Context: an optimization exercise on an open-source flow, tuned for small area, a short achievable clock period and few clock cycles. The choices shown serve that exercise and are no tape-out recipe.
Where RTL was checked, it was by simulation tests only, not by an equivalence proof against the original.
Function not checked in run 1: the RTL went through the layout flow alone.
Power figures rest on the tool's default switching activity, not on a simulated workload.

==> flow/design.v <==
module hallmark_lane (
    input  wire         clk,
    input  wire         rst,
    input  wire         start,
    input  wire [7:0]   stream,
    input  wire [1:0]   tflag,
    input  wire         restart,
    input  wire [63:0]  seq,
    input  wire [47:0]  sec,
    input  wire [31:0]  nsec,
    input  wire [3:0]   nrange,
    input  wire [63:0]  devser,
    input  wire [255:0] prev,
    output wire         idle,
    input  wire         in_valid,
    input  wire [63:0]  in_data,
    output wire         in_ready,
    output reg          done,
    output wire [255:0] hallmark
);
    function [31:0] rotr(input [31:0] x, input integer n);
        rotr = (x >> n) | (x << (32 - n));
    endfunction
    function [31:0] bsig0(input [31:0] x);
        bsig0 = rotr(x, 2) ^ rotr(x, 13) ^ rotr(x, 22);
    endfunction
    function [31:0] bsig1(input [31:0] x);
        bsig1 = rotr(x, 6) ^ rotr(x, 11) ^ rotr(x, 25);
    endfunction
    function [31:0] ssig0(input [31:0] x);
        ssig0 = rotr(x, 7) ^ rotr(x, 18) ^ (x >> 3);
    endfunction
    function [31:0] ssig1(input [31:0] x);
        ssig1 = rotr(x, 17) ^ rotr(x, 19) ^ (x >> 10);
    endfunction
    function [63:0] csa(input [31:0] x, input [31:0] y, input [31:0] z);
        csa = {((x & y) | (x & z) | (y & z)) << 1, x ^ y ^ z};
    endfunction
    function [31:0] padd(input [31:0] x, input [31:0] y);
        reg [31:0] gg, pp, g2, p2;
        integer i, l;
        begin
            gg = x & y;
            pp = x ^ y;
            for (l = 0; l < 5; l = l + 1) begin
                g2 = gg;
                p2 = pp;
                for (i = 0; i < 32; i = i + 1)
                    if ((i >> l) & 1) begin
                        g2[i] = gg[i] | (pp[i] & gg[((i >> l) << l) - 1]);
                        p2[i] = pp[i] & pp[((i >> l) << l) - 1];
                    end
                gg = g2;
                pp = p2;
            end
            padd = (x ^ y) ^ {gg[30:0], 1'b0};
        end
    endfunction
    function [63:0] bswap64(input [63:0] x);
        integer i;
        for (i = 0; i < 8; i = i + 1)
            bswap64[8*i +: 8] = x[56 - 8*i +: 8];
    endfunction
    localparam [2047:0] KTAB = {
        256'hc67178f2bef9a3f7a4506ceb90befffa8cc7020884c8781478a5636f748f82ee,
        256'h682e6ff35b9cca4f4ed8aa4a391c0cb334b0bcb52748774c1e376c0819a4c116,
        256'h106aa070f40e3585d6990624d192e819c76c51a3c24b8b70a81a664ba2bfe8a1,
        256'h92722c8581c2c92e766a0abb650a735453380d134d2c6dfc2e1b213827b70a85,
        256'h1429296706ca6351d5a79147c6e00bf3bf597fc7b00327c8a831c66d983e5152,
        256'h76f988da5cb0a9dc4a7484aa2de92c6f240ca1cc0fc19dc6efbe4786e49b69c1,
        256'hc19bf1749bdc06a780deb1fe72be5d74550c7dc3243185be12835b01d807aa98,
        256'hab1c5ed5923f82a459f111f13956c25be9b5dba5b5c0fbcf71374491428a2f98
    };
    localparam [255:0] IV = {
        32'h5be0cd19, 32'h1f83d9ab, 32'h9b05688c, 32'h510e527f,
        32'ha54ff53a, 32'h3c6ef372, 32'hbb67ae85, 32'h6a09e667
    };
    reg         st_idle, st_load, st_run;    
    reg [5:0]   rnd;          
    reg         r_end;        
    reg         r_ins;        
    reg         r_sch;        
    reg         addsel;       
    reg         postrun;      
    reg [1:0]   rphase;       
    reg [4:0]   k;            
    reg [3:0]   rot;          
    reg         fill_last;    
    reg         run_last;     
    reg [1:0]   pad;          
    reg [3:0]   rleft;        
    reg [3:0]   nr;           
    reg [31:0]  gsum;         
    reg [31:0]  gleft;        
    reg [2:0]   wsub;         
    reg         dmore;        
    reg [63:0]  inbuf;        
    reg         ib_full;
    reg         in_ready_r;
    reg [31:0]  a, b, c, d, e, f, g, h;
    reg [31:0]  kreg;         
    reg [31:0]  hkw;          
    reg [31:0]  w [0:15];
    reg [31:0]  xa [0:3];     
    reg [31:0]  xe [0:3];     
    assign idle     = st_idle;
    assign in_ready = in_ready_r;
    wire [31:0] Hout [0:7];
    assign Hout[0] = xa[3]; assign Hout[1] = xa[2];
    assign Hout[2] = xa[1]; assign Hout[3] = xa[0];
    assign Hout[4] = xe[3]; assign Hout[5] = xe[2];
    assign Hout[6] = xe[1]; assign Hout[7] = xe[0];
    genvar gi;
    generate
        for (gi = 0; gi < 32; gi = gi + 1) begin : g_out
            assign hallmark[8*gi +: 8] = Hout[gi / 4][31 - 8*(gi % 4) -: 8];
        end
    endgenerate
    wire        xneed   = (rleft != 4'd0) || dmore;
    wire        xfer    = in_ready_r && in_valid;
    wire        ins_ok  = (r_ins || st_load) && !k[4] && (k == 5'd0 || rot == 4'd0);
    wire        pad_go  = !ib_full && !xneed && (pad != 2'd2);
    wire        ins     = ins_ok && (ib_full || pad_go);
    wire        ins_ib  = ins_ok && ib_full;
    wire        ins_pad = ins_ok && pad_go;
    wire [63:0] ib_be   = bswap64(inbuf);
    wire [63:0] lenw    = {20'd0, {3'b000, gsum, 3'b000} + {34'd0, nr} + 38'd9, 6'd0};
    reg  [31:0] insval;
    always @* begin
        if (ib_full)
            insval = k[0] ? ib_be[31:0] : ib_be[63:32];
        else if (pad == 2'd0)
            insval = k[0] ? 32'h00000000 : 32'h80000000;
        else if (k[3:1] == 3'd7)
            insval = k[0] ? lenw[31:0] : lenw[63:32];
        else
            insval = 32'h00000000;
    end
    wire [63:0] wc1 = csa(ssig1(w[14]), w[9], ssig0(w[1]));
    wire [63:0] wc2 = csa(wc1[31:0], wc1[63:32], w[0]);
    wire [31:0] wn  = (r_sch ? wc2[31:0] : gsum) + (r_sch ? wc2[63:32] : {4'd0, in_data[63:36]});
    wire [31:0] tail = ins ? insval : (r_sch ? wn : w[0]);
    wire        k_full  = (k == 5'd16);
    wire        wready  = (ins && k == 5'd15) || (k_full && !ins && rot == 4'd15);
    wire        finish  = st_load && postrun && run_last;
    wire        go      = st_load && !finish && (rphase == 2'd0) && wready;
    wire        len_lo  = ins_pad && (pad == 2'd1) && (k == 5'd15);
    wire        fill_last_n = len_lo ? 1'b1 : fill_last;
    wire        idle_n  = rst || (st_idle && !start) || finish;
    wire        run_n   = !rst && ((st_run && !r_end) || go);
    wire        load_n  = !rst && ((st_idle && start) || (st_load && !finish && !go) || (st_run && r_end));
    wire [5:0]  rnd_n;
    wire        r_sch_n = run_n && (rnd_n != 6'd0) && (rnd_n <= 6'd48);
    assign      rnd_n   = st_run ? (r_end ? 6'd0 : rnd + 6'd1) : (go ? 6'd1 : 6'd0);
    wire [31:0] kt0 [0:63];
    wire [31:0] kt1 [0:31];
    wire [31:0] kt2 [0:15];
    wire [31:0] kt3 [0:7];
    wire [31:0] kt4 [0:3];
    wire [31:0] kt5 [0:1];
    generate
        for (gi = 0; gi < 64; gi = gi + 1) begin : g_kt0
            assign kt0[gi] = KTAB[32*gi +: 32];
        end
        for (gi = 0; gi < 32; gi = gi + 1) begin : g_kt1
            assign kt1[gi] = rnd_n[0] ? kt0[2*gi+1] : kt0[2*gi];
        end
        for (gi = 0; gi < 16; gi = gi + 1) begin : g_kt2
            assign kt2[gi] = rnd_n[1] ? kt1[2*gi+1] : kt1[2*gi];
        end
        for (gi = 0; gi < 8; gi = gi + 1) begin : g_kt3
            assign kt3[gi] = rnd_n[2] ? kt2[2*gi+1] : kt2[2*gi];
        end
        for (gi = 0; gi < 4; gi = gi + 1) begin : g_kt4
            assign kt4[gi] = rnd_n[3] ? kt3[2*gi+1] : kt3[2*gi];
        end
        for (gi = 0; gi < 2; gi = gi + 1) begin : g_kt5
            assign kt5[gi] = rnd_n[4] ? kt4[2*gi+1] : kt4[2*gi];
        end
    endgenerate
    wire [31:0] k_n = rnd_n[5] ? kt5[1] : kt5[0];
    wire        ring_en = addsel || (st_load && (rphase != 2'd0 || go));
    wire [31:0] sum_a   = xa[0] + (addsel ? a : 32'd0);
    wire [31:0] sum_e   = xe[0] + (addsel ? e : 32'd0);
    wire [31:0] ch  = (e & f) ^ (~e & g);
    wire [31:0] maj = (a & b) ^ (a & c) ^ (b & c);
    wire [63:0] rc1 = csa(hkw, bsig1(e), ch);
    wire [63:0] rc2 = csa(rc1[31:0], rc1[63:32], bsig0(a));
    wire [63:0] rc3 = csa(rc2[31:0], rc2[63:32], maj);
    wire [63:0] rc4 = csa(rc1[31:0], rc1[63:32], d);
    wire [31:0] a_n = padd(rc3[31:0], rc3[63:32]);
    wire [31:0] e_n = padd(rc4[31:0], rc4[63:32]);
    wire [63:0] hc  = csa(st_run ? g : xe[1], kreg, w[1]);
    wire [3:0]  rleft_n = (xfer && rleft != 4'd0) ? rleft - 4'd1 : rleft;
    wire        xrange  = xfer && (rleft != 4'd0);
    wire        xdata   = xfer && (rleft == 4'd0);
    wire [31:0] gsum_n  = wn;
    wire        glast   = xdata && (wsub == 3'd7);
    wire        dmore_n = xrange ? 1'b1 : (glast && gleft == 32'd1) ? 1'b0 : dmore;
    wire        ib_full_n = xfer ? 1'b1 : (ins_ib && k[0]) ? 1'b0 : ib_full;
    wire        lo_next   = !xfer && ins_ib && !k[0];
    wire        xneed_n   = (rleft_n != 4'd0) || dmore_n;
    wire [63:0] seq_be = bswap64(seq);
    wire [63:0] sec_be = bswap64({16'h0000, sec});
    wire [63:0] dev_be = bswap64(devser);
    wire [63:0] pv0_be = bswap64(prev[63:0]);
    wire [63:0] pv1_be = bswap64(prev[127:64]);
    wire [63:0] pv2_be = bswap64(prev[191:128]);
    integer i;
    always @(posedge clk) begin
        for (i = 0; i < 15; i = i + 1)
            w[i] <= w[i + 1];
        w[15] <= tail;
        if (st_run) begin
            a <= a_n; b <= a; c <= b; d <= c;
            e <= e_n; f <= e; g <= f; h <= g;
        end else begin
            a <= sum_a; b <= xa[3]; c <= xa[2]; d <= xa[1];
            e <= sum_e; f <= xe[3]; g <= xe[2]; h <= xe[1];
        end
        kreg <= k_n;
        hkw  <= hc[31:0] + hc[63:32];
        if (ring_en) begin
            xa[0] <= xa[1]; xa[1] <= xa[2]; xa[2] <= xa[3]; xa[3] <= sum_a;
            xe[0] <= xe[1]; xe[1] <= xe[2]; xe[2] <= xe[3]; xe[3] <= sum_e;
            rphase <= rphase + 2'd1;
        end
        if (in_ready_r || st_idle)
            inbuf <= st_idle ? prev[255:192] : in_data;
        ib_full <= ib_full_n;
        rleft   <= rleft_n;
        dmore   <= dmore_n;
        if (xrange) begin
            gsum  <= gsum_n;
            gleft <= gsum_n;
        end
        if (xdata)
            wsub <= wsub + 3'd1;
        if (glast)
            gleft <= gleft - 32'd1;
        if (ins)
            rot <= 4'd0;
        else
            rot <= rot + 4'd1;
        if (go) begin
            k         <= 5'd0;
            run_last  <= fill_last_n;
            fill_last <= 1'b0;
        end else begin
            if (ins)
                k <= k + 5'd1;
            fill_last <= fill_last_n;
        end
        if (ins_pad && k[0]) begin
            if (pad == 2'd0)
                pad <= 2'd1;
            else if (k == 5'd15)
                pad <= 2'd2;
        end
        st_idle <= idle_n;
        st_load <= load_n;
        st_run  <= run_n;
        rnd     <= rnd_n;
        postrun <= st_run && r_end;
        r_end   <= run_n && (rnd_n == 6'd0);
        r_ins   <= run_n && (rnd_n >= 6'd50 || rnd_n == 6'd0);
        r_sch   <= r_sch_n;
        addsel  <= (run_n && (rnd_n >= 6'd62 || rnd_n == 6'd0)) || (st_run && r_end);
        if (st_idle) begin
            w[1]  <= 32'h4B484C4D;
            w[2]  <= {16'h0100, stream, 5'b00000, restart, tflag};
            w[3]  <= seq_be[63:32];
            w[4]  <= seq_be[31:0];
            w[5]  <= sec_be[63:32];
            w[6]  <= sec_be[31:0];
            w[7]  <= {nsec[7:0], nsec[15:8], nsec[23:16], nsec[31:24]};
            w[8]  <= {4'h0, nrange, 24'h000000};
            w[9]  <= dev_be[63:32];
            w[10] <= dev_be[31:0];
            w[11] <= pv0_be[63:32];
            w[12] <= pv0_be[31:0];
            w[13] <= pv1_be[63:32];
            w[14] <= pv1_be[31:0];
            w[15] <= pv2_be[63:32];
            w[0]  <= pv2_be[31:0];
            xa[0] <= IV[0*32 +: 32]; xa[1] <= IV[3*32 +: 32];
            xa[2] <= IV[2*32 +: 32]; xa[3] <= IV[1*32 +: 32];
            xe[0] <= IV[4*32 +: 32]; xe[1] <= IV[7*32 +: 32];
            xe[2] <= IV[6*32 +: 32]; xe[3] <= IV[5*32 +: 32];
            rphase <= 2'd0;
            ib_full   <= 1'b1;
            rleft     <= nrange;
            nr        <= nrange;
            dmore     <= 1'b0;
            wsub      <= 3'd0;
            gsum      <= 32'd0;
            k         <= 5'd16;
            rot       <= 4'd15;
            pad       <= 2'd0;
            fill_last <= 1'b0;
            run_last  <= 1'b0;
        end
        if (rst) begin
            done       <= 1'b0;
            in_ready_r <= 1'b0;
        end else begin
            done       <= finish;
            in_ready_r <= xneed_n && (!ib_full_n || lo_next) && !st_idle && !finish && !r_sch_n;
        end
    end
endmodule
==> flow/flow/run.sh <==
#!/bin/bash
# Standard layout, with the smallest plain buffer on every port and a clock tree
# built from mid-size buffers without dummy loads.
set -euo pipefail
export BUFFER_PORTS_ARGS="-buffer_cell sky130_fd_sc_hd__buf_1"
export CTS_ARGS="-sink_clustering_enable -repair_clock_nets -dont_use_dummy_load -buf_list {sky130_fd_sc_hd__clkbuf_4 sky130_fd_sc_hd__clkbuf_8}"
export SETUP_SLACK_MARGIN=6
bash standard.sh > standard.log 2>&1
==> flow/standard.sh <==
#!/bin/bash
# synth_recipe.tcl (not shown) runs the flow's synth.tcl, then flattens the netlist and writes it again
# the make line also repeats each setting of config.mk as NAME=value (left out here)
make -C /OpenROAD-flow-scripts/flow DESIGN_CONFIG=/design/flow/config.mk WORK_HOME=/design/flow/orfs CLKGATE_MAP_FILE= SYNTH_SCRIPT=/design/flow/synth_recipe.tcl "${@:-finish}"
==> flow/config.mk <==
export PLATFORM = sky130hd
export DESIGN_NAME = hallmark_lane
export DESIGN_NICKNAME = hallmark_lane
export VERILOG_FILES = /design/flow/design.v
export SDC_FILE = /design/flow/constraint.sdc
export NUM_CORES = 4
export LEC_CHECK = 0
export ABC_AREA = 1
export CAP_MARGIN = 20
export CORE_MARGIN = 2
export CORE_UTILIZATION = 30
export PLACE_DENSITY = 0.5
export SLEW_MARGIN = 20
==> flow/constraint.sdc <==
create_clock -name core_clock -period 10.0 [get_ports {clk}]
set_input_delay 2.0000 -clock core_clock [delete_from_list [all_inputs] [get_ports {clk}]]
set_output_delay 2.0000 -clock core_clock [all_outputs]
set_load 0.01 [all_outputs]
==> results of run 1 <==
cell type report:
| cell class | instances | area (µm²) | area share [%] |
|---|---|---|---|
| timing repair buffer | 996 | 4790 | 5.99 |
| clock buffer | 217 | 2990 | 3.73 |
| tap | 2975 | 3720 | 4.65 |
| antenna | 29 | 72.6 | 0.0907 |
| inverter | 1084 | 4110 | 5.14 |
| sequential | 1228 | 25900 | 32.3 |
| multi-input combinational | 6641 | 38500 | 48.1 |
worst max path at each step:
stage / end / slack (ps) / cells after the start
after global placement: w[15][18] / 4800 / 19
after global routing: a[25] / 5640 / 17
after CTS: a[28] / 5700 / 21
after floorplan: a[17] / 6000 / 17
final: a[28] / 5770 / 20
after detailed placement: w[15][18] / 4890 / 15
what timing repair did:
action | 4_1_cts | 5_1_grt
pin swaps | 82 | 166
buffers inserted | 55 | 80
resized for setup | 406 | 540
gates cloned | 0 | 2
setup endpoints to repair | 265 | 234
sequential cells by signal, summed over array words and instances (netlist names), 5 cells and up:
register	count
xa	128
hkw	32
gleft	32
kreg	32
rnd	6
k	5
inbuf	64
f	32
c	32
gsum	32
xe	128
d	32
b	32
a	32
g	32
e	32
w	512
worst max-delay path, stage by stage (launching register included):
cell	delay [ps]
dfxtp_4	390
xnor2_4	250
xor2_4	260
inv_2	60
fa_2	450
fa_1	490
inv_1	50
fa_1	490
inv_2	50
ha_4	240
a21o_1	210
nand2_2	90
nand3_4	160
nand3_4	130
nand2_8	80
clkbuf_16	170
a21o_4	240
nand2_2	70
nand2_1	50
nand3_1	60
nand2_1	50
through the flow:
| stage | hold WS [ps] | cell area (µm²) | utilization [%] | cells | power [mW] |
|---|---|---|---|---|---|
| after CTS | 347 | 77100 | 34.7 | 13100 | 29.9 |
| after floorplan | 388 | 67000 | - | 9378 | 19.4 |
| after global placement | 390 | 72400 | 32.6 | 12800 | 24.3 |
| final | 345 | 80000 | 36.0 | 13200 | 34.5 |
| after global routing | 370 | 80000 | 36.0 | 13200 | 37.4 |
| after detailed placement | 394 | 72400 | 32.6 | 12800 | 24.4 |
per-layer routing:
metal	GRT usage, %	part of all wire (%)	vias up
met4	9.13	3.6	26
met1	38.1	45	31300
li1	-	-	30700
met2	43.0	45	2437
met5	0	0.055	-
met3	4.71	6.9	435
placed cells by master, fill, tap and decap left out, types with 40 or more instances in the layout:
master    count
nand2_1    3151
inv_2        42
o21ai_2      41
a21oi_2      45
buf_4       151
buf_1       805
inv_1      1035
nand2_4      41
nand3_1     398
a21oi_1     301
xor2_1      198
nor3_1       40
fa_1        193
clkbuf_8    217
o21bai_1     40
xnor2_1     106
nand2_2     102
nand4_1      46
nor2_1      704
edfxtp_1    100
dfxtp_4      65
dfxtp_1    1033
o21ai_1      85
a31oi_1      44
o21ai_0     455
ha_1        177
report_power, final:
group	switching [mW]	total [mW]	internal, mW
registers	0.958	6.66	5.70
logic	14.2	23.9	9.74
clock network	2.02	3.91	1.89
cells by family after synthesis:
group,count (synthesis)
mux,4
fa+ha+maj,455
simple gates,4645
compound gates,1158
xor+xnor,379
flops,1228
buf+inv,1509
==> run_results.csv, run 1 <==
group,metric,value,unit
floorplanning,fp-row-count,173,
floorplanning,design.die.area,227000,µm²
critical_path,required,10820,ps
sta,layout_min_cycle_time,4230,ps
worst_hold_path,min_to,"w[6][15]",
worst_hold_path,min_path_type,"register to register",
cells_and_area,drive_gt1_share,10.9,%
route,drt_iter0_drc,6603,
synth,yosysWarnings,4,
route,routed_wl,326000,µm
floorplanning,dieWidth,476,µm
cells_and_area,synthToLayoutAreaGrowth,19.5,%
synth,syn_area,67000,µm²
synth,synth.area.top_cells,"dfxtp_1 34%, nand2_1 18%, fa_1 6.7%",
clock_tree,cts_max_level,4,
pwr,power_leakage,38.1,nW
sta,worst_slew_pin_slew,1110,ps
synth,async_flop_share,0,%
synth,synth_top_area_share,33.7,%
route,post_drt_via_cell_ratio,4.93,
synth,yosys.area_share.xor_xnor,4.96,%
route,antenna_left,0,
route,wire_per_inst,24.8,µm
floorplanning,start_util,30.2,%
synth,synth_cell_types,65,
sta,fmax,236,MHz
clock_tree,clock_latency,1010,ps
critical_path,critPathKind,"register to register",
global_route,grt_pass1_vias,62300,
route,drc,0,
run,drv_cap,0,
sta,drv_slew,0,
status,status,"timing/DRC/antenna clean",
critical_path,critPathLaunch,"e[16]",
cells_and_area,layout.nets,11200,
critical_path,cp-start-kind,"register",
synth,postSynthCellCount,9378,
global_route,grt_usage,27.4,%
floorplanning,die-height,476,µm
clock_tree,cts_tree,"built",
synth,syn_nets,10400,
synth,synth_compound_gate_area_share,9.41,%
placed_design,hpwl,261000,µm
clock_tree,numCtsBuffers,217,
synth,yosysMostFrequentCell,"nand2_1",
sta,slew_headroom,26.0,%
critical_path,setup.reg_to_reg.worst_slack,5770,ps
floorplanning,core,222000,µm²
global_route,gr-total-overflow,0,
critical_path,r2r-start,"e[16]",
sta,setup_viol,0,
critical_path,arrival,5040,ps
synth,synth_fa_ha_area_share,11.0,%
global_route,antenna_found_initial,40,
critical_path,end_kind,"register",
sta,setup_tns,0,ps
global_route,grt_max_degree,203,
synth,synth-main-ff-cell,"dfxtp_1",
synth,yosys.area.top_type,"dfxtp_1",
pwr,ir_drop,873,µV
sta,rsz0062_at_grt,"yes",
clock_tree,cts.sink_count,1228,
clock_tree,clk_pin_slew,70,ps
synth,yosysSeqAreaShare,38.2,%
global_route,grt_pass1_wl,451000,µm
synth,synth_top_family_by_area,"simple AND/OR/NAND/NOR gates",
sta,hold_viol_final,0,
synth,synth-simple-area-share,27.5,%
sta,setup_ws,5770,ps
floorplanning,ios,806,
worst_hold_path,worstHoldStart,"w[7][15]",
critical_path,r2r_end,"a[28]",
route,vias,64900,
synth,synth_common_cells,"3286 x nand2_1, 1128 x dfxtp_1, 1071 x inv_1",
cells_and_area,fillers,24100,
worst_hold_path,hold_depth,2,
placed_design,io_buffers,805,
synth,avgSynthCellArea,7.14,µm²
synth,synthMuxAreaShare,0.0598,%
sta,period_share,42.3,%
clock_tree,ctsHoldBuffers,0,
placed_design,dp_slack,4890,ps
sta,fin_skew,128,ps
clock_tree,cts_buffer_depth,3,
synth,ys_seq_elements,1228,
route,drtPass1Iterations,6,
pwr,p_per_area,431,nW/µm²
clock_tree,ctsRootBufferMaster,"clkbuf_8",
synth,synth_edf_count,100,
critical_path,critPathMaxFanout,8,
placed_design,place_congestion,0.986,
critical_path,rr_worst_depth,20,
==> run 2: changes to the inputs <==
--- a/flow/design.v
+++ b/flow/design.v
@@ -37,24 +37,4 @@
         csa = {((x & y) | (x & z) | (y & z)) << 1, x ^ y ^ z};
     endfunction
-    function [31:0] padd(input [31:0] x, input [31:0] y);
-        reg [31:0] gg, pp, g2, p2;
-        integer i, l;
-        begin
-            gg = x & y;
-            pp = x ^ y;
-            for (l = 0; l < 5; l = l + 1) begin
-                g2 = gg;
-                p2 = pp;
-                for (i = 0; i < 32; i = i + 1)
-                    if ((i >> l) & 1) begin
-                        g2[i] = gg[i] | (pp[i] & gg[((i >> l) << l) - 1]);
-                        p2[i] = pp[i] & pp[((i >> l) << l) - 1];
-                    end
-                gg = g2;
-                pp = p2;
-            end
-            padd = (x ^ y) ^ {gg[30:0], 1'b0};
-        end
-    endfunction
     function [63:0] bswap64(input [63:0] x);
         integer i;
@@ -189,6 +169,6 @@
     wire [63:0] rc3 = csa(rc2[31:0], rc2[63:32], maj);
     wire [63:0] rc4 = csa(rc1[31:0], rc1[63:32], d);
-    wire [31:0] a_n = padd(rc3[31:0], rc3[63:32]);
-    wire [31:0] e_n = padd(rc4[31:0], rc4[63:32]);
+    wire [31:0] a_n = rc3[31:0] + rc3[63:32];
+    wire [31:0] e_n = rc4[31:0] + rc4[63:32];
     wire [63:0] hc  = csa(st_run ? g : xe[1], kreg, w[1]);
     wire [3:0]  rleft_n = (xfer && rleft != 4'd0) ? rleft - 4'd1 : rleft;
==> flow/flow/run.sh (replaced) <==
#!/bin/bash
# Standard layout, except: no full/half adder cells (plain gates are faster
# here), the smallest plain buffer on every port, a clock tree of mid-size
# buffers without dummy loads, and timing repair aimed at a 3.5 ns period.
set -euo pipefail
DU="sky130_fd_sc_hd__probe_p_8 sky130_fd_sc_hd__probec_p_8 sky130_fd_sc_hd__lpflow_bleeder_1 sky130_fd_sc_hd__lpflow_clkbufkapwr_1 sky130_fd_sc_hd__lpflow_clkbufkapwr_16 sky130_fd_sc_hd__lpflow_clkbufkapwr_2 sky130_fd_sc_hd__lpflow_clkbufkapwr_4 sky130_fd_sc_hd__lpflow_clkbufkapwr_8 sky130_fd_sc_hd__lpflow_clkinvkapwr_1 sky130_fd_sc_hd__lpflow_clkinvkapwr_16 sky130_fd_sc_hd__lpflow_clkinvkapwr_2 sky130_fd_sc_hd__lpflow_clkinvkapwr_4 sky130_fd_sc_hd__lpflow_clkinvkapwr_8 sky130_fd_sc_hd__lpflow_decapkapwr_12 sky130_fd_sc_hd__lpflow_decapkapwr_3 sky130_fd_sc_hd__lpflow_decapkapwr_4 sky130_fd_sc_hd__lpflow_decapkapwr_6 sky130_fd_sc_hd__lpflow_decapkapwr_8 sky130_fd_sc_hd__lpflow_inputiso0n_1 sky130_fd_sc_hd__lpflow_inputiso0p_1 sky130_fd_sc_hd__lpflow_inputiso1n_1 sky130_fd_sc_hd__lpflow_inputiso1p_1 sky130_fd_sc_hd__lpflow_inputisolatch_1 sky130_fd_sc_hd__lpflow_isobufsrc_1 sky130_fd_sc_hd__lpflow_isobufsrc_16 sky130_fd_sc_hd__lpflow_isobufsrc_2 sky130_fd_sc_hd__lpflow_isobufsrc_4 sky130_fd_sc_hd__lpflow_isobufsrc_8 sky130_fd_sc_hd__lpflow_isobufsrckapwr_16 sky130_fd_sc_hd__lpflow_lsbuf_lh_hl_isowell_tap_1 sky130_fd_sc_hd__lpflow_lsbuf_lh_hl_isowell_tap_2 sky130_fd_sc_hd__lpflow_lsbuf_lh_hl_isowell_tap_4 sky130_fd_sc_hd__lpflow_lsbuf_lh_isowell_4 sky130_fd_sc_hd__lpflow_lsbuf_lh_isowell_tap_1 sky130_fd_sc_hd__lpflow_lsbuf_lh_isowell_tap_2 sky130_fd_sc_hd__lpflow_lsbuf_lh_isowell_tap_4  sky130_fd_sc_hd__fa_1 sky130_fd_sc_hd__fa_2 sky130_fd_sc_hd__fa_4 sky130_fd_sc_hd__ha_1 sky130_fd_sc_hd__ha_2 sky130_fd_sc_hd__ha_4"
export BUFFER_PORTS_ARGS="-buffer_cell sky130_fd_sc_hd__buf_1"
export CTS_ARGS="-sink_clustering_enable -repair_clock_nets -dont_use_dummy_load -buf_list {sky130_fd_sc_hd__clkbuf_4 sky130_fd_sc_hd__clkbuf_8}"
export SETUP_SLACK_MARGIN=6.5
bash standard.sh "DONT_USE_CELLS=$DU" finish > standard.log 2>&1
==> run 2 against run 1 <==
  * Clock power rose by 2%
  * Core utilization rose by 2.1 points
  * Critical endpoint is now hkw[30]
  * First-iteration DRC count fell by 7.8%
  * Final cell count rose by 16%
  * Synthesized area rose by 3.1%
  * Sequential power fell by 3%
  * Clock skew rose by 3.8 ps
  * Still clean on timing, DRC and antenna
  * Critical path depth fell by 5
==> run_results.csv, run 2 <==
group,metric,value,unit
status,status,"timing/DRC/antenna clean",
pwr,swShare,55.6,%
floorplanning,dieWidth,484,µm
sta,drv_slew,0,
cells_and_area,largest_reg_flops,512,
pwr,p_int,14.1,mW
synth,synth.area.top_cells,"dfxtp_1 33%, nand2_1 24%, inv_1 6.6%",
sta,hold_viol_final,0,
clock_tree,cts_max_level,4,
pwr,comb_power_share,67.1,%
route,antenna_left,0,
critical_path,crit_buf_inv,2,
synth,synth_cell_types,71,
sta,fin_skew,132,ps
floorplanning,design.die.area,234000,µm²
cells_and_area,largest_registers,"w: 512 flops, xa: 128 flops, xe: 128 flops",
global_route,grt_max_degree,176,
clock_tree,ctsRootBufferMaster,"clkbuf_8",
synth,avgSynthCellArea,6.20,µm²
placed_design,io_buffers,805,
critical_path,cpLargestDelayFamily,"simple AND/OR/NAND/NOR gates",
synth,yosysSeqAreaShare,37.0,%
placed_design,place_congestion,1.00,
clock_tree,clk_pin_slew,60,ps
critical_path,critPathMaxStageDelay,440,ps
cells_and_area,layout.nets,12700,
critical_path,arrival,4330,ps
synth,syn_area,69100,µm²
sta,slew_headroom,21.9,%
synth,synth-main-ff-cell,"dfxtp_1",
cells_and_area,final_cell_mix,"4225 x nand2_1, 1129 x inv_1, 802 x dfxtp_1, 707 x nor2_1, 678 x nand3_1",
pwr,seqPwrFrac,20.4,%
floorplanning,ios,806,
placed_design,dp_slack,4880,ps
global_route,grt_pass1_wl,524000,µm
sta,fmax,282,MHz
critical_path,setup.reg_to_reg.worst_slack,6450,ps
critical_path,required,10780,ps
sta,layout_min_cycle_time,3550,ps
global_route,grt_usage,31.0,%
floorplanning,fp-row-count,176,
cells_and_area,layout_commonest_cell,"nand2_1",
synth,synth_edf_count,100,
synth,yosysWarnings,4,
pwr,power_leakage,43.2,nW
cells_and_area,drive_gt1_share,18.3,%
synth,postSynthCellCount,11100,
critical_path,cp-start-kind,"register",
critical_path,critPathMaxFanout,89,
route,drc,0,
synth,synth_top_area_share,32.7,%
global_route,antenna_found_initial,39,
clock_tree,cts.sink_count,1228,
placed_design,hpwl,297000,µm
route,wire_per_inst,24.9,µm
global_route,gr-total-overflow,0,
route,drt_iter0_drc,6085,
sta,setup_ws,6450,ps
floorplanning,core,229000,µm²
sta,worst_slew_pin_slew,1160,ps
global_route,grt_pass1_vias,73400,
clock_tree,clock_latency,1050,ps
critical_path,path_cells,"clkinv_16 > buf_16 > nand2_1 > nand2_1 > or2_2 > nand2_1 > xor2_1 > or2_2 > nand2_1 > nor2_1 > nor4b_2 > nand4_1 > nand4_1 > a21oi_1 > xor2_1",
synth,yosys.area.top_type,"dfxtp_1",
route,drtPass1Iterations,6,
synth,synth_common_cells,"4506 x nand2_1, 1220 x inv_1, 1128 x dfxtp_1",
synth,syn_nets,11700,
sta,period_share,35.5,%
clock_tree,cts_buffer_depth,3,
critical_path,end_kind,"register",
pwr,switching_power,17.7,mW
critical_path,critPathKind,"register to register",
run,drv_cap,0,
critical_path,cp_common_cell,"nand2_1",
sta,setup_tns,0,ps
sta,setup_viol,0,
synth,yosysMostFrequentCell,"nand2_1",
clock_tree,cts_tree,"built",
floorplanning,start_util,30.1,%
pwr,p_clk_share,12.5,%
cells_and_area,largest-register,"w",
floorplanning,die-height,484,µm
pwr,p_per_area,363,nW/µm²
route,routed_wl,380000,µm
route,post_drt_via_cell_ratio,5.03,
route,vias,76600,
clock_tree,numCtsBuffers,221,
cells_and_area,synthToLayoutAreaGrowth,26.6,%
critical_path,slowest_stage,"dfxtp_4",
pwr,ir_drop,355,µV
worst_hold_path,min_path_type,"register to register",
synth,async_flop_share,0,%
synth,ys_seq_elements,1228,
sta,rsz0062_at_grt,"yes",
run 2: changes by cell type after synthesis, moves of 41 or more:
cell	change
nand2_1	+1220
nand3_1	+384
fa_1	-225
ha_1	-220
inv_1	+149
nor2_1	+110
o21ai_0	+107
nor3_1	+52
xnor2_1	-48
inv_2	+42
xor2_1	-41
run 2: per-stage QoR:
step	utilization, %	hold WS, ps	power, mW	area (µm²)	instances
final	38.1	342	31.8	87400	15200
after global routing	38.1	354	34.2	87400	15200
after global placement	32.6	390	24.2	74800	14600
after detailed placement	32.6	393	24.3	74900	14600
after floorplan	-	388	18.3	69100	11100
after CTS	36.4	345	29.5	83500	15100
run 2: cell families (layout without fill, tap and decap cells):
logic type	count (synthesis)	count (layout)	share of synthesized area [%]
fa+ha+maj	31	31	0.449
simple gates	6585	6587	38.8
flops	1228	1228	37.0
xor+xnor	292	292	3.73
other cells	0	20	0
mux	8	8	0.116
compound gates	1340	1340	10.7
buf+inv	1658	2701	9.12
run 2: area by class of cell:
| type | instances | area (µm²) |
|---|---|---|
| antenna | 20 | 50.0 |
| fill | 25100 | 142000 |
| inverter | 1275 | 5060 |
| multi-input combinational | 8258 | 41000 |
| tap | 3026 | 3790 |
| sequential | 1228 | 26500 |
| timing repair buffer | 1203 | 8010 |
| clock buffer | 221 | 3040 |
| timing repair inverter | 2 | 16.3 |
run 2: worst register-to-register path, cell delays in order (launching register included):
cell       delay (ps)
dfxtp_4           440
clkinv_16         160
buf_16            460
nand2_1           100
nand2_1           170
or2_2             350
nand2_1            80
xor2_1            190
or2_2             170
nand2_1           160
nor2_1            230
nor4b_2           280
nand4_1           150
nand4_1           190
a21oi_1           120
xor2_1            150
run 2: power groups by stage:
stage          Sequential, mW  Clock (mW)  Combinational (mW)
6_report                 6.47        3.97                21.3
5_1_grt                  6.51        4.27                23.4
4_1_cts                  6.43        4.07                19.0
3_5_place_dp             6.52           0                17.8
3_3_place_gp             6.52           0                17.7
2_1_floorplan            6.07           0                12.3
run 2: routing by layer:
layer	GRT usage (%)	up-vias	wire length [µm]
met5	0	-	112
met4	17.0	18	25700
met3	4.86	726	22500
met2	54.6	2779	184000
met1	35.8	36000	147000
li1	-	37000	-
run 2: what timing repair did:
item	in CTS	in global routing
setup endpoints to repair	794	485
buffers inserted	238	97
pin swaps	25	121
hold buffers	0	0
cloned	10	7
gates resized for setup	1264	837
run 2: final timing paths:
check             end      from  depth (start not counted)
max           hkw[30]    st_run                         15
min          w[6][14]  w[7][14]                          2
min reg2reg  w[6][14]  w[7][14]                          2
max reg2reg   hkw[30]    st_run                         15
Testbench counts of run 2, summed over its fixed seeds: cycles 447,163.
==> run 3: changes to the inputs <==
==> flow/flow/run.sh (replaced) <==
#!/bin/bash
# Standard layout, except: no full/half adder cells (plain gates are faster
# here), the smallest plain buffer on every port, a clock tree of mid-size
# buffers without dummy loads, and timing repair aimed at a 4 ns period.
set -euo pipefail
DU="sky130_fd_sc_hd__probe_p_8 sky130_fd_sc_hd__probec_p_8 sky130_fd_sc_hd__lpflow_bleeder_1 sky130_fd_sc_hd__lpflow_clkbufkapwr_1 sky130_fd_sc_hd__lpflow_clkbufkapwr_16 sky130_fd_sc_hd__lpflow_clkbufkapwr_2 sky130_fd_sc_hd__lpflow_clkbufkapwr_4 sky130_fd_sc_hd__lpflow_clkbufkapwr_8 sky130_fd_sc_hd__lpflow_clkinvkapwr_1 sky130_fd_sc_hd__lpflow_clkinvkapwr_16 sky130_fd_sc_hd__lpflow_clkinvkapwr_2 sky130_fd_sc_hd__lpflow_clkinvkapwr_4 sky130_fd_sc_hd__lpflow_clkinvkapwr_8 sky130_fd_sc_hd__lpflow_decapkapwr_12 sky130_fd_sc_hd__lpflow_decapkapwr_3 sky130_fd_sc_hd__lpflow_decapkapwr_4 sky130_fd_sc_hd__lpflow_decapkapwr_6 sky130_fd_sc_hd__lpflow_decapkapwr_8 sky130_fd_sc_hd__lpflow_inputiso0n_1 sky130_fd_sc_hd__lpflow_inputiso0p_1 sky130_fd_sc_hd__lpflow_inputiso1n_1 sky130_fd_sc_hd__lpflow_inputiso1p_1 sky130_fd_sc_hd__lpflow_inputisolatch_1 sky130_fd_sc_hd__lpflow_isobufsrc_1 sky130_fd_sc_hd__lpflow_isobufsrc_16 sky130_fd_sc_hd__lpflow_isobufsrc_2 sky130_fd_sc_hd__lpflow_isobufsrc_4 sky130_fd_sc_hd__lpflow_isobufsrc_8 sky130_fd_sc_hd__lpflow_isobufsrckapwr_16 sky130_fd_sc_hd__lpflow_lsbuf_lh_hl_isowell_tap_1 sky130_fd_sc_hd__lpflow_lsbuf_lh_hl_isowell_tap_2 sky130_fd_sc_hd__lpflow_lsbuf_lh_hl_isowell_tap_4 sky130_fd_sc_hd__lpflow_lsbuf_lh_isowell_4 sky130_fd_sc_hd__lpflow_lsbuf_lh_isowell_tap_1 sky130_fd_sc_hd__lpflow_lsbuf_lh_isowell_tap_2 sky130_fd_sc_hd__lpflow_lsbuf_lh_isowell_tap_4  sky130_fd_sc_hd__fa_1 sky130_fd_sc_hd__fa_2 sky130_fd_sc_hd__fa_4 sky130_fd_sc_hd__ha_1 sky130_fd_sc_hd__ha_2 sky130_fd_sc_hd__ha_4"
export BUFFER_PORTS_ARGS="-buffer_cell sky130_fd_sc_hd__buf_1"
export CTS_ARGS="-sink_clustering_enable -repair_clock_nets -dont_use_dummy_load -buf_list {sky130_fd_sc_hd__clkbuf_4 sky130_fd_sc_hd__clkbuf_8}"
export SETUP_SLACK_MARGIN=6
bash standard.sh "DONT_USE_CELLS=$DU" finish > standard.log 2>&1
--- a/flow/config.mk
+++ b/flow/config.mk
@@ -9,5 +9,5 @@
 export CAP_MARGIN = 20
 export CORE_MARGIN = 2
-export CORE_UTILIZATION = 30
-export PLACE_DENSITY = 0.5
+export CORE_UTILIZATION = 45
+export PLACE_DENSITY = 0.6
 export SLEW_MARGIN = 20
==> run 3 against run 2 <==
  * Still clean on timing, DRC and antenna
  * Clock power down 5%
  * Sequential share of layout area up 2.8 points
  * Flip-flop and latch count did not move
  * Critical path type unchanged
  * Largest cell class unchanged
  * Largest power group unchanged
==> run_results.csv, run 3 <==
group,metric,value,unit
status,status,"timing/DRC/antenna clean",
placed_design,place_congestion,1.06,
pwr,p_per_area,366,nW/µm²
floorplanning,dieWidth,396,µm
route,drt_iter0_drc,7751,
synth,async_flop_share,0,%
critical_path,critPathMaxFanout,4,
synth,ys_seq_elements,1228,
cells_and_area,drive_gt1_share,5.88,%
critical_path,critPathKind,"register to register",
sta,worst_slew_pin_slew,1190,ps
synth,synth-main-ff-cell,"dfxtp_1",
clock_tree,clk_pin_slew,60,ps
clock_tree,clock_latency,1020,ps
route,routed_wl,321000,µm
cells_and_area,synthToLayoutAreaGrowth,12.6,%
route,wire_per_inst,23.1,µm
pwr,comb_power_share,64.2,%
sta,drv_slew,0,
critical_path,critPathLaunch,"w[14][8]",
cells_and_area,fillers,15900,
pwr,power_leakage,39.9,nW
synth,syn_area,69100,µm²
route,top_layer_used,"met5",
floorplanning,die-height,396,µm
synth,yosys.area.top_type,"dfxtp_1",
placed_design,io_buffers,805,
cells_and_area,layout_commonest_cell,"nand2_1",
floorplanning,core,152000,µm²
sta,layout_min_cycle_time,3970,ps
sta,fin_skew,141,ps
cells_and_area,utilization,51.1,%
pwr,ir_drop,400,µV
sta,setup_tns,0,ps
clock_tree,cts.sink_count,1228,
synth,postSynthCellCount,11100,
global_route,grt_usage,39.3,%
pwr,swShare,55.8,%
clock_tree,cts_tree,"built",
cells_and_area,final_cell_mix,"4480 x nand2_1, 1192 x inv_1, 1075 x dfxtp_1, 823 x nor2_1, 805 x buf_1",
cells_and_area,largest_reg_flops,512,
clock_tree,cts_buffer_depth,3,
sta,setup_ws,6030,ps
sta,fmax,252,MHz
critical_path,end_kind,"register",
floorplanning,fp-row-count,143,
global_route,grt_pass1_wl,454000,µm
global_route,antenna_found_initial,25,
route,wl_met3,25700,µm
critical_path,required,10800,ps
floorplanning,ios,806,
clock_tree,cts_max_level,4,
floorplanning,start_util,45.4,%
route,drtPass1Iterations,8,
critical_path,r2r_end,"w[15][28]",
route,post_drt_via_cell_ratio,5.44,
sta,rsz0062_at_grt,"yes",
critical_path,rr_worst_depth,21,
run,drv_cap,0,
worst_hold_path,min_path_type,"register to register",
route,drc,0,
sta,setup_viol,0,
synth,syn_nets,11700,
sta,period_share,39.7,%
critical_path,cp-start-kind,"register",
clock_tree,ctsRootBufferMaster,"clkbuf_8",
sta,slew_headroom,20.6,%
route,drt-met1-wl,126000,µm
synth,synth_top_area_share,32.7,%
pwr,switching_power,15.9,mW
cells_and_area,largest_registers,"w: 512 flops, xa: 128 flops, xe: 128 flops",
synth,yosysMostFrequentCell,"nand2_1",
route,vias,75700,
placed_design,dp_slack,5330,ps
route,met2_length,147000,µm
global_route,grt_pass1_vias,70000,
synth,synth.area.top_cells,"dfxtp_1 33%, nand2_1 24%, inv_1 6.6%",
clock_tree,numCtsBuffers,210,
pwr,power.total,28.4,mW
pwr,p_int,12.6,mW
cells_and_area,largest-register,"w",
sta,hold_slack,358,ps
synth,synth_cell_types,71,
pwr,seqPwrFrac,22.5,%
critical_path,setup.reg_to_reg.worst_slack,6030,ps
synth,synth_edf_count,100,
cells_and_area,layout.nets,12400,
route,antenna_left,0,
pwr,p_clk_share,13.3,%
critical_path,endpoint,"w[15][28]",
critical_path,arrival,4770,ps
placed_design,hpwl,258000,µm
synth,yosysWarnings,4,
critical_path,r2r-start,"w[14][8]",
synth,avgSynthCellArea,6.20,µm²
floorplanning,design.die.area,157000,µm²
synth,yosysSeqAreaShare,37.0,%
synth,synth_common_cells,"4506 x nand2_1, 1220 x inv_1, 1128 x dfxtp_1",
sta,hold_viol_final,0,
global_route,grt_max_degree,260,
global_route,gr-total-overflow,0,
[run 3: worst max-delay path, cell delays in order, from the launching register on]
cell	delay (ps)
dfxtp_1	460
inv_1	220
nand2_1	120
nand3_1	210
nand2_1	130
nand2_1	110
nand3_1	110
nand3_1	160
nand2_1	100
nand3_1	130
o21ai_0	190
inv_1	70
nand2_1	110
nand2_1	150
nor2_1	260
nand4_1	240
nor2_1	160
nand3_1	200
nand3_1	230
nand3_1	110
nand2_1	230
a21oi_1	100
[run 3: stage by stage]
stage | instances | cell area (µm²)
floorplan | 11100 | 69100
global placement | 13600 | 73600
detailed placement | 13600 | 73600
CTS | 13900 | 76800
global route | 13900 | 77700
finish | 13900 | 77700
[run 3: layer usage]
metal / track usage (%) / up-vias
li1: - / 36300
met1: 48.2 / 35100
met2: 64.7 / 3485
met3: 6.59 / 764
met4: 23.6 / 8
met5: 0 / -
[run 3: worst min-delay path by stage]
| stage | from | endpoint | depth (start not counted) |
|---|---|---|---|
| 6_report | w[9][30] | w[8][30] | 2 |
| 5_1_grt | w[9][30] | w[8][30] | 2 |
| 4_1_cts | w[9][30] | w[8][30] | 2 |
| 3_5_place_dp | w[7][11] | w[6][11] | 2 |
| 3_3_place_gp | w[7][5] | w[6][5] | 2 |
| 2_1_floorplan | w[2][12] | w[1][12] | 2 |
[run 3: area by class of cell]
type | count | area, µm² | share of cell area, %
multi-input cells | 8257 | 37800 | 48.6
flip-flops and latches | 1228 | 25700 | 33.0
inverters | 1275 | 4890 | 6.30
repair buffers | 893 | 3910 | 5.02
clock buffers | 210 | 2890 | 3.72
well taps | 2030 | 2540 | 3.27
diodes | 18 | 45.0 | 0.0579
repair inverters | 2 | 13.8 | 0.0177
[run 3: what timing repair did]
action / 4_1_cts / 5_1_grt
endpoints found under the hold margin: 0 / 0
buffers inserted: 15 / 22
gates cloned: 1 / 4
hold buffers: 0 / 0
pin swaps: 0 / 6
resized for setup: 58 / 201
endpoints found under the setup margin: 267 / 407
[run 3: cells by family after synthesis]
kind of cell    Yosys count  synth area share (%)
mux                       8                 0.116
xor+xnor                292                  3.73
buf+inv                1658                  9.12
compound gates         1340                  10.7
simple gates           6585                  38.8
flops                  1228                  37.0
fa+ha+maj                31                 0.449
[run 3: power by group through the flow]
stage | Sequential, mW | Clock (mW) | Combinational (mW)
floorplan | 6.07 | 0 | 12.3
global placement | 6.42 | 0 | 17.4
detailed placement | 6.43 | 0 | 17.5
CTS | 6.34 | 3.82 | 17.6
global route | 6.41 | 4.02 | 20.1
finish | 6.39 | 3.78 | 18.3
==> run 4: changes to the inputs <==
--- a/flow/config.mk
+++ b/flow/config.mk
@@ -9,5 +9,6 @@
 export CAP_MARGIN = 20
 export CORE_MARGIN = 2
-export CORE_UTILIZATION = 45
-export PLACE_DENSITY = 0.6
+export CORE_UTILIZATION = 30
+export PLACE_DENSITY = 0.5
 export SLEW_MARGIN = 20
+export TNS_END_PERCENT = 20
==> run 4 against run 3 <==
  * Still clean
  * Synthesized area unchanged
  * Wire length increased by 14%
  * Clock power increased by 3%
  * Worst setup slack improved by 17 ps
  * Total power about the same
  * Sequential power increased by 0.9%
  * Worst hold slack got worse by 18 ps
  * Flip-flop and latch count unchanged
  * Largest power group unchanged
==> run_results.csv, run 4 <==
group,metric,value,unit
worst_hold_path,hold_depth,2,
pwr,switching_power,15.8,mW
worst_hold_path,worstHoldStart,"w[13][29]",
clock_tree,ctsRootBufferMaster,"clkbuf_8",
clock_tree,cts_buffer_depth,3,
route,drt-met1-wl,144000,µm
route,met2_length,178000,µm
clock_tree,ctsHoldBuffers,0,
route,top_layer_used,"met5",
critical_path,cp-start-kind,"primary input",
synth,async_flop_share,0,%
clock_tree,cts_tree,"built",
critical_path,end_kind,"register",
cells_and_area,largest-register,"w",
route,wl_met3,19700,µm
sta,slew_headroom,21.6,%
synth,yosysSeqAreaShare,37.0,%
synth,yosys.area.top_type,"dfxtp_1",
cells_and_area,synthToLayoutAreaGrowth,15.0,%
floorplanning,dieWidth,484,µm
global_route,gr-total-overflow,0,
critical_path,critPathKind,"primary input to register",
critical_path,critPathMaxStageDelay,510,ps
sta,rsz0062_at_grt,"yes",
floorplanning,die-height,484,µm
route,wire_per_inst,24.6,µm
floorplanning,core,229000,µm²
clock_tree,clock_latency,1040,ps
route,drtPass1Iterations,8,
worst_hold_path,min_to,"w[12][29]",
pwr,p_int,12.6,mW
pwr,p_per_area,358,nW/µm²
pwr,power.total,28.4,mW
global_route,grt_usage,30.1,%
floorplanning,fp-row-count,176,
route,routed_wl,368000,µm
global_route,grt_pass1_vias,71700,
floorplanning,start_util,30.1,%
synth,synth_edf_count,100,
synth,avgSynthCellArea,6.20,µm²
critical_path,r2r-start,"w[14][6]",
cells_and_area,final_cell_mix,"4482 x nand2_1, 1185 x inv_1, 1069 x dfxtp_1, 815 x nor2_1, 805 x buf_1",
synth,synth_top_area_share,32.7,%
sta,setup_viol,0,
critical_path,slowest_stage,"nor3_1",
sta,layout_min_cycle_time,3950,ps
route,drc,0,
sta,period_share,39.5,%
route,antenna_left,0,
critical_path,cp_common_cell,"nand2_1",
critical_path,path_cells,"buf_1 > nand2_1 > inv_1 > nand2_1 > nor2_1 > inv_1 > nor2_1 > nand2_1 > nor2_2 > buf_4 > clkinvlp_4 > nor3_1 > a31oi_1",
synth,synth_common_cells,"4506 x nand2_1, 1220 x inv_1, 1128 x dfxtp_1",
critical_path,crit_buf_inv,5,
sta,setup_tns,0,ps
clock_tree,clk_pin_slew,60,ps
sta,fmax,253,MHz
status,status,"timing/DRC/antenna clean",
worst_hold_path,min_path_type,"register to register",
clock_tree,numCtsBuffers,217,
synth,yosysMostFrequentCell,"nand2_1",
cells_and_area,layout_commonest_cell,"nand2_1",
critical_path,required,10660,ps
synth,syn_area,69100,µm²
global_route,antenna_found_initial,26,
cells_and_area,layout.nets,12400,
floorplanning,design.die.area,234000,µm²
global_route,grt_pass1_wl,509000,µm
floorplanning,ios,806,
synth,synth.area.top_cells,"dfxtp_1 33%, nand2_1 24%, inv_1 6.6%",
critical_path,rr_worst_depth,24,
pwr,swShare,55.5,%
synth,postSynthCellCount,11100,
pwr,comb_power_share,63.5,%
route,vias,74800,
synth,yosysWarnings,4,
route,drt_iter0_drc,6025,
critical_path,setup.reg_to_reg.worst_slack,6060,ps
pwr,power_leakage,40.1,nW
sta,hold_viol_final,0,
synth,synth_cell_types,71,
sta,worst_slew_pin_slew,1160,ps
route,post_drt_via_cell_ratio,5.00,
sta,drv_slew,0,
critical_path,cpLargestDelayFamily,"simple AND/OR/NAND/NOR gates",
cells_and_area,drive_gt1_share,6.32,%
cells_and_area,largest_registers,"w: 512 flops, xa: 128 flops, xe: 128 flops",
clock_tree,cts.sink_count,1228,
clock_tree,cts_max_level,4,
placed_design,io_buffers,805,
placed_design,place_congestion,1.01,
synth,synth-main-ff-cell,"dfxtp_1",
global_route,grt_max_degree,196,
synth,syn_nets,11700,
critical_path,critPathMaxFanout,40,
critical_path,r2r_end,"w[15][28]",
pwr,ir_drop,326,µV
cells_and_area,fillers,25700,
critical_path,arrival,4610,ps
synth,ys_seq_elements,1228,
placed_design,hpwl,297000,µm
sta,fin_skew,154,ps
pwr,p_clk_share,13.8,%
pwr,seqPwrFrac,22.7,%
cells_and_area,largest_reg_flops,512,
run,drv_cap,0,
[run 4: what timing repair did]
item,CTS,global route
gates cloned,3,7
pin swaps,1,5
setup endpoints to repair,335,335
buffers inserted,12,41
resized for setup,75,227
[run 4: logic make-up (layout without fill, tap and decap cells)]
kind of cell / count (synthesis) / count (layout) / synth area share [%]
fa+ha+maj: 31 / 31 / 0.449
buf+inv: 1658 / 2413 / 9.12
compound gates: 1340 / 1340 / 10.7
simple gates: 6585 / 6587 / 38.8
xor+xnor: 292 / 292 / 3.73
other cells: 0 / 18 / 0
flops: 1228 / 1228 / 37.0
mux: 8 / 8 / 0.116
[run 4: worst max-delay path by stage]
| stage | from | to | slack, ps | cells after the start |
|---|---|---|---|---|
| after global routing | w[1][25] | w[15][28] | 5860 | 25 |
| after floorplan | in_valid | gleft[1] | 6340 | 11 |
| after global placement | in_valid | gleft[30] | 5010 | 13 |
| after detailed placement | in_valid | gleft[30] | 4970 | 13 |
| final | in_valid | gleft[30] | 6050 | 13 |
| after CTS | w[1][19] | w[15][16] | 5870 | 25 |
[run 4: layer usage]
metal | up-vias | global-route usage (%)
met1 | 35000 | 34.6
met3 | 687 | 4.28
li1 | 36400 | -
met4 | 18 | 17.8
met2 | 2657 | 52.8
met5 | - | 0
[run 4: power by group through the flow]
stage,Combinational [mW],Clock (mW),Sequential [mW]
after global placement,17.6,0,6.50
final,18.1,3.91,6.45
after global routing,20.2,4.21,6.48
after floorplan,12.3,0,6.07
after detailed placement,17.6,0,6.50
after CTS,17.8,4.01,6.40
[run 4: area by class of cell]
| cell class | instances | area (µm²) | area share (%) |
|---|---|---|---|
| diodes | 18 | 45.0 | 0.0567 |
| clock buffers | 217 | 2990 | 3.76 |
| inverters | 1275 | 4940 | 6.22 |
| multi-input cells | 8258 | 37800 | 47.5 |
| flip-flops and latches | 1228 | 25700 | 32.4 |
| well taps | 3026 | 3790 | 4.77 |
| repair buffers | 917 | 4160 | 5.24 |
| repair inverters | 4 | 33.8 | 0.0425 |
[run 4: tightest hold or removal path, cell delays in order, from the launching register on]
cell and delay, ps:
dfxtp_1 320, nand2_1 50, nand2_1 40
[run 4: through the flow]
step                      cell area, µm²  setup slack (ps)  hold WS (ps)  cells  utilization (%)
after detailed placement           74900              4970           395  14600             32.6
after CTS                          78300              5870           309  14900             34.1
after floorplan                    69100              6340           388  11100                -
after global placement             74900              5010           394  14600             32.6
final                              79400              6050           340  14900             34.6
after global routing               79400              5860           346  14900             34.6
==> run 5: changes to the inputs <==
--- a/flow/config.mk
+++ b/flow/config.mk
@@ -12,3 +12,2 @@
 export PLACE_DENSITY = 0.5
 export SLEW_MARGIN = 20
-export TNS_END_PERCENT = 20
==> run 5 against run 4 <==
  * Sequential power about the same
  * Sequential share of layout area about the same
  * Clock skew decreased by 5.9 ps
  * Wire length is 0.14% higher
  * Final cell count hardly changed
  * Critical path depth down 8
  * Via count increased by 0.49%
  * Flip-flop and latch count unchanged
  * Largest cell class unchanged
  * Highest routed layer unchanged
==> run_results.csv, run 5 <==
group,metric,value,unit
sta,setup_viol,0,
placed_design,dp_slack,4970,ps
synth,synth_cell_types,71,
sta,hold_viol_final,0,
critical_path,critPathMaxFanout,93,
route,post_drt_via_cell_ratio,5.02,
pwr,ir_drop,329,µV
sta,drv_slew,0,
clock_tree,cts_tree,"built",
synth,yosysWarnings,4,
sta,setup_tns,0,ps
synth,ys_seq_elements,1228,
floorplanning,start_util,30.1,%
cells_and_area,drive_gt1_share,6.39,%
global_route,gr-total-overflow,0,
clock_tree,cts_max_level,4,
sta,slew_headroom,22.1,%
synth,synth.area.top_cells,"dfxtp_1 33%, nand2_1 24%, inv_1 6.6%",
global_route,grt_usage,30.1,%
floorplanning,fp-row-count,176,
synth,synth_common_cells,"4506 x nand2_1, 1220 x inv_1, 1128 x dfxtp_1",
global_route,antenna_found_initial,28,
synth,yosysSeqAreaShare,37.0,%
sta,fin_skew,148,ps
global_route,grt_pass1_wl,509000,µm
placed_design,place_congestion,1.01,
cells_and_area,layout.nets,12500,
cells_and_area,largest_registers,"w: 512 flops, xa: 128 flops, xe: 128 flops",
route,wire_per_inst,24.6,µm
sta,worst_slew_pin_slew,1160,ps
route,drtPass1Iterations,6,
run,drv_cap,0,
synth,synth_edf_count,100,
clock_tree,numCtsBuffers,217,
route,drt_iter0_drc,5972,
synth,syn_area,69100,µm²
synth,postSynthCellCount,11100,
placed_design,io_buffers,805,
floorplanning,core,229000,µm²
clock_tree,clk_pin_slew,60,ps
floorplanning,dieWidth,484,µm
clock_tree,cts_buffer_depth,3,
pwr,p_per_area,357,nW/µm²
synth,async_flop_share,0,%
synth,yosys.area.top_type,"dfxtp_1",
synth,synth-main-ff-cell,"dfxtp_1",
critical_path,critPathKind,"register to register",
route,routed_wl,368000,µm
clock_tree,clock_latency,1000,ps
sta,layout_min_cycle_time,3930,ps
sta,rsz0062_at_grt,"yes",
cells_and_area,synthToLayoutAreaGrowth,15.2,%
floorplanning,die-height,484,µm
route,drc,0,
cells_and_area,largest_reg_flops,512,
route,antenna_left,0,
cells_and_area,final_cell_mix,"4482 x nand2_1, 1184 x inv_1, 1070 x dfxtp_1, 813 x nor2_1, 805 x buf_1",
clock_tree,cts.sink_count,1228,
critical_path,end_kind,"register",
pwr,power_leakage,40.1,nW
floorplanning,ios,806,
placed_design,hpwl,297000,µm
critical_path,arrival,4660,ps
sta,fmax,255,MHz
synth,yosysMostFrequentCell,"nand2_1",
cells_and_area,fillers,25700,
critical_path,required,10740,ps
route,vias,75100,
sta,setup_ws,6070,ps
synth,syn_nets,11700,
global_route,grt_max_degree,196,
critical_path,cp-start-kind,"register",
sta,hold_slack,339,ps
sta,period_share,39.3,%
synth,synth_top_area_share,32.7,%
cells_and_area,largest-register,"w",
clock_tree,ctsRootBufferMaster,"clkbuf_8",
worst_hold_path,min_path_type,"register to register",
global_route,grt_pass1_vias,71800,
synth,avgSynthCellArea,6.20,µm²
status,status,"timing/DRC/antenna clean",
cells_and_area,layout_commonest_cell,"nand2_1",
floorplanning,design.die.area,234000,µm²
## run 5: routing by layer
metal | part of all wire, % | vias to the layer above | GRT usage (%)
li1 | - | 36500 | -
met5 | 0.036 | - | 0
met4 | 7.0 | 20 | 17.6
met3 | 5.3 | 690 | 4.35
met1 | 39 | 35200 | 34.5
met2 | 48 | 2721 | 53.0
## run 5: stage by stage
| stage | cells | cell area [µm²] | total power [mW] | util (%) |
|---|---|---|---|---|
| floorplan | 11100 | 69100 | 18.3 | - |
| global placement | 14600 | 74900 | 24.1 | 32.6 |
| detailed placement | 14600 | 74900 | 24.1 | 32.6 |
| CTS | 14900 | 78400 | 28.3 | 34.2 |
| global route | 14900 | 79500 | 30.9 | 34.6 |
| finish | 15000 | 79500 | 28.4 | 34.7 |
## run 5: cells by family after synthesis
kind of cell | share of synthesized area, %
mux | 0.116
flops | 37.0
xor+xnor | 3.73
simple gates | 38.8
fa+ha+maj | 0.449
compound gates | 10.7
buf+inv | 9.12
## run 5: cell type report
| class | count | area, µm² | area share, % |
|---|---|---|---|
| well taps | 3026 | 3790 | 4.76 |
| repair inverters | 4 | 33.8 | 0.0425 |
| clock buffers | 217 | 2990 | 3.76 |
| diodes | 24 | 60.1 | 0.0755 |
| inverters | 1275 | 4950 | 6.22 |
| flip-flops and latches | 1228 | 25700 | 32.3 |
| repair buffers | 922 | 4210 | 5.29 |
| multi-input cells | 8258 | 37800 | 47.5 |
## run 5: worst paths after layout
check / cells past startpoint / to / slack (ps) / from
hold reg to reg: 2 / w[12][29] / 340 / w[13][29]
hold / removal: 2 / w[12][29] / 340 / w[13][29]
setup reg to reg: 5 / w[0][18] / 6070 / st_idle
setup / recovery: 5 / w[0][18] / 6070 / st_idle
## run 5: worst max-delay path, stage by stage, from the launching register on
cell and delay (ps):
dfxtp_4 670, buf_4 640, buf_4 540, buf_4 800, nand2_1 370, o21ai_0 550
## run 5: where the power goes
part / switching [mW] / internal [mW]
clock: 2.03 / 1.89
sequential: 0.810 / 5.64
combinational: 12.9 / 5.11
total: 15.8 / 12.6
## run 5: repair_timing
item / 4_1_cts / 5_1_grt
hold buffers: 0 / 0
endpoints found under the hold margin: 0 / 0
gates resized for setup: 104 / 205
buffers inserted: 24 / 33
pin swaps: 1 / 3
gates cloned: 3 / 8
setup endpoints to repair: 335 / 317
==> run 6: changes to the inputs <==
==> flow/flow/run.sh (replaced) <==
#!/bin/bash
# Standard layout, except: no full/half adder cells (plain gates are faster
# here), the smallest plain buffer on every port, a clock tree of mid-size
# buffers without dummy loads, and timing repair aimed at a 3.8 ns period.
set -euo pipefail
DU="sky130_fd_sc_hd__probe_p_8 sky130_fd_sc_hd__probec_p_8 sky130_fd_sc_hd__lpflow_bleeder_1 sky130_fd_sc_hd__lpflow_clkbufkapwr_1 sky130_fd_sc_hd__lpflow_clkbufkapwr_16 sky130_fd_sc_hd__lpflow_clkbufkapwr_2 sky130_fd_sc_hd__lpflow_clkbufkapwr_4 sky130_fd_sc_hd__lpflow_clkbufkapwr_8 sky130_fd_sc_hd__lpflow_clkinvkapwr_1 sky130_fd_sc_hd__lpflow_clkinvkapwr_16 sky130_fd_sc_hd__lpflow_clkinvkapwr_2 sky130_fd_sc_hd__lpflow_clkinvkapwr_4 sky130_fd_sc_hd__lpflow_clkinvkapwr_8 sky130_fd_sc_hd__lpflow_decapkapwr_12 sky130_fd_sc_hd__lpflow_decapkapwr_3 sky130_fd_sc_hd__lpflow_decapkapwr_4 sky130_fd_sc_hd__lpflow_decapkapwr_6 sky130_fd_sc_hd__lpflow_decapkapwr_8 sky130_fd_sc_hd__lpflow_inputiso0n_1 sky130_fd_sc_hd__lpflow_inputiso0p_1 sky130_fd_sc_hd__lpflow_inputiso1n_1 sky130_fd_sc_hd__lpflow_inputiso1p_1 sky130_fd_sc_hd__lpflow_inputisolatch_1 sky130_fd_sc_hd__lpflow_isobufsrc_1 sky130_fd_sc_hd__lpflow_isobufsrc_16 sky130_fd_sc_hd__lpflow_isobufsrc_2 sky130_fd_sc_hd__lpflow_isobufsrc_4 sky130_fd_sc_hd__lpflow_isobufsrc_8 sky130_fd_sc_hd__lpflow_isobufsrckapwr_16 sky130_fd_sc_hd__lpflow_lsbuf_lh_hl_isowell_tap_1 sky130_fd_sc_hd__lpflow_lsbuf_lh_hl_isowell_tap_2 sky130_fd_sc_hd__lpflow_lsbuf_lh_hl_isowell_tap_4 sky130_fd_sc_hd__lpflow_lsbuf_lh_isowell_4 sky130_fd_sc_hd__lpflow_lsbuf_lh_isowell_tap_1 sky130_fd_sc_hd__lpflow_lsbuf_lh_isowell_tap_2 sky130_fd_sc_hd__lpflow_lsbuf_lh_isowell_tap_4  sky130_fd_sc_hd__fa_1 sky130_fd_sc_hd__fa_2 sky130_fd_sc_hd__fa_4 sky130_fd_sc_hd__ha_1 sky130_fd_sc_hd__ha_2 sky130_fd_sc_hd__ha_4"
export BUFFER_PORTS_ARGS="-buffer_cell sky130_fd_sc_hd__buf_1"
export CTS_ARGS="-sink_clustering_enable -repair_clock_nets -dont_use_dummy_load -buf_list {sky130_fd_sc_hd__clkbuf_4 sky130_fd_sc_hd__clkbuf_8}"
export SETUP_SLACK_MARGIN=6.2
bash standard.sh "DONT_USE_CELLS=$DU" finish > standard.log 2>&1
==> run 6 against run 5 <==
  * Register-to-register slack improved by 240 ps
  * Sequential share of layout area decreased by 0.43 points
  * Count of clock-buffer cells in the layout unchanged
  * Still clean
  * Worst hold slack improved by 2.2 ps
  * Die area unchanged
  * Synthesized area unchanged
  * Via count increased by 0.22%
  * Combinational power increased by 3%
  * First-iteration DRC count decreased by 2.3%
==> run_results.csv, run 6 <==
group,metric,value,unit
status,status,"timing/DRC/antenna clean",
floorplanning,ios,806,
synth,ys_seq_elements,1228,
synth,synth_top_area_share,32.7,%
critical_path,end_kind,"primary output",
global_route,grt_pass1_wl,513000,µm
synth,synth_cell_types,71,
synth,postSynthCellCount,11100,
synth,synth_common_cells,"4506 x nand2_1, 1220 x inv_1, 1128 x dfxtp_1",
worst_hold_path,worstHoldStart,"w[13][29]",
sta,fmax,266,MHz
clock_tree,ctsRootBufferMaster,"clkbuf_8",
critical_path,required,8000,ps
synth,synth.area.top_cells,"dfxtp_1 33%, nand2_1 24%, inv_1 6.6%",
cells_and_area,layout_commonest_cell,"nand2_1",
pwr,power_leakage,40.4,nW
cells_and_area,largest_reg_flops,512,
sta,setup_tns,0,ps
sta,drv_slew,0,
critical_path,path_cells,"buf_2",
route,drc,0,
synth,syn_nets,11700,
critical_path,slowest_stage,"dfxtp_1",
route,vias,75300,
clock_tree,cts_max_level,4,
cells_and_area,final_cell_mix,"4413 x nand2_1, 1163 x inv_1, 1043 x dfxtp_1, 801 x buf_1, 789 x nor2_1",
worst_hold_path,min_path_type,"register to register",
global_route,grt_usage,30.3,%
cells_and_area,largest_registers,"w: 512 flops, xa: 128 flops, xe: 128 flops",
global_route,grt_pass1_vias,72200,
critical_path,critPathMaxFanout,3,
route,drtPass1Iterations,8,
critical_path,critPathMaxStageDelay,580,ps
cells_and_area,layout.nets,12500,
worst_hold_path,hold_depth,2,
synth,synth_edf_count,100,
clock_tree,cts.sink_count,1228,
placed_design,dpl_cell_area,74900,µm²
global_route,antenna_found_initial,29,
synth,avgSynthCellArea,6.20,µm²
floorplanning,start_util,30.1,%
sta,slew_headroom,17.0,%
synth,syn_area,69100,µm²
cells_and_area,largest-register,"w",
sta,hold_viol_final,0,
pwr,ir_drop,336,µV
sta,period_share,37.6,%
placed_design,io_buffers,805,
synth,yosys.area.top_type,"dfxtp_1",
critical_path,r2r-start,"st_idle",
cells_and_area,finalInstanceArea,80800,µm²
clock_tree,cts_tree,"built",
sta,setup_viol,0,
synth,yosysMostFrequentCell,"nand2_1",
clock_tree,clk_pin_slew,60,ps
pwr,p_per_area,358,nW/µm²
critical_path,rr_worst_depth,5,
critical_path,critPathKind,"register to primary output",
floorplanning,design.die.area,234000,µm²
global_route,gr-total-overflow,0,
critical_path,cpLargestDelayFamily,"flip-flops",
synth,async_flop_share,0,%
sta,fin_skew,155,ps
critical_path,arrival,1760,ps
floorplanning,die-height,484,µm
cells_and_area,drive_gt1_share,8.58,%
synth,synth-main-ff-cell,"dfxtp_1",
clock_tree,clock_latency,1000,ps
synth,yosysWarnings,4,
run,drv_cap,0,
clock_tree,ctsHoldBuffers,0,
==> run 6: cell types whose count changed in the layout (fill, tap and decap cells not counted), moves of 27 or more <==
| cell | previous run | this run |
|---|---|---|
| nand2_1 | 4482 | 4413 |
| nand2_2 | 64 | 132 |
| nand3_1 | 802 | 761 |
| nand3_2 | 33 | 70 |
| buf_4 | 94 | 124 |
| dfxtp_1 | 1070 | 1043 |
==> run 6: worst max-delay path by stage <==
| stage | from | endpoint | cells past startpoint |
|---|---|---|---|
| 5_1_grt | nr[3] | w[15][26] | 20 |
| 2_1_floorplan | in_valid | gleft[1] | 11 |
| 4_1_cts | w[14][23] | w[15][23] | 28 |
| 3_3_place_gp | in_valid | gleft[30] | 13 |
| 6_report | xe[0][0] | hallmark[248] | 1 |
| 3_5_place_dp | in_valid | gleft[30] | 13 |
==> run 6: timing repair <==
item | in CTS | in global routing
setup endpoints to repair | 441 | 232
pin swaps | 4 | 24
gates resized for setup | 231 | 373
cloned | 7 | 6
setup buffers | 48 | 45
==> run 6: area by class of cell <==
class | instances | area, µm²
tap | 3026 | 3790
timing repair buffer | 959 | 4560
multi-input combinational | 8258 | 38600
clock buffer | 217 | 2990
inverter | 1275 | 5010
sequential | 1228 | 25800
timing repair inverter | 6 | 56.3
antenna | 18 | 45.0
fill | 25600 | 149000
==> run 6: layer usage <==
layer  GRT usage [%]  vias to the layer above  share of wire (%)
met5               0                        -              0.027
met4            17.3                       16                7.0
met3            4.35                      702                5.4
met2            53.3                     2775                 48
met1            34.9                    35300                 39
li1                -                    36500                  -
==> run 6: logic make-up after synthesis <==
kind of cell | synth area share, %
and+or+nand+nor | 38.8
xor gates and xnor gates | 3.73
muxes | 0.116
DFF | 37.0
AOI/OAI and AO/OA | 10.7
buffers and inverters | 9.12
adders and majority gates | 0.449
==> run 6: stage by stage <==
step                      util, %  hold slack [ps]  total power [mW]  worst slack [ps]  instances
after floorplan                 -              388              18.3              6340      11100
after global placement       32.6              394              24.1              5010      14600
after CTS                    34.4              309              28.4              6170      14900
after detailed placement     32.6              395              24.1              4970      14600
final                        35.2              341              28.9              6240      15000
after global routing         35.2              346              31.4              6080      15000
==> run 6: where the power goes <==
| part | switching (mW) | leakage [nW] | internal, mW |
|---|---|---|---|
| clock network | 2.03 | 1.56 | 1.89 |
| registers | 0.803 | 10.4 | 5.65 |
| logic | 13.3 | 28.5 | 5.31 |

Check on run 6: ideal ports give 6.237 ns setup slack; a clkbuf_16 on the clock port and buf_2 on the inputs give 6.152 ns; moving port delays by the midpoint clock arrival (1.028 ns) as well gives 5.347 ns.
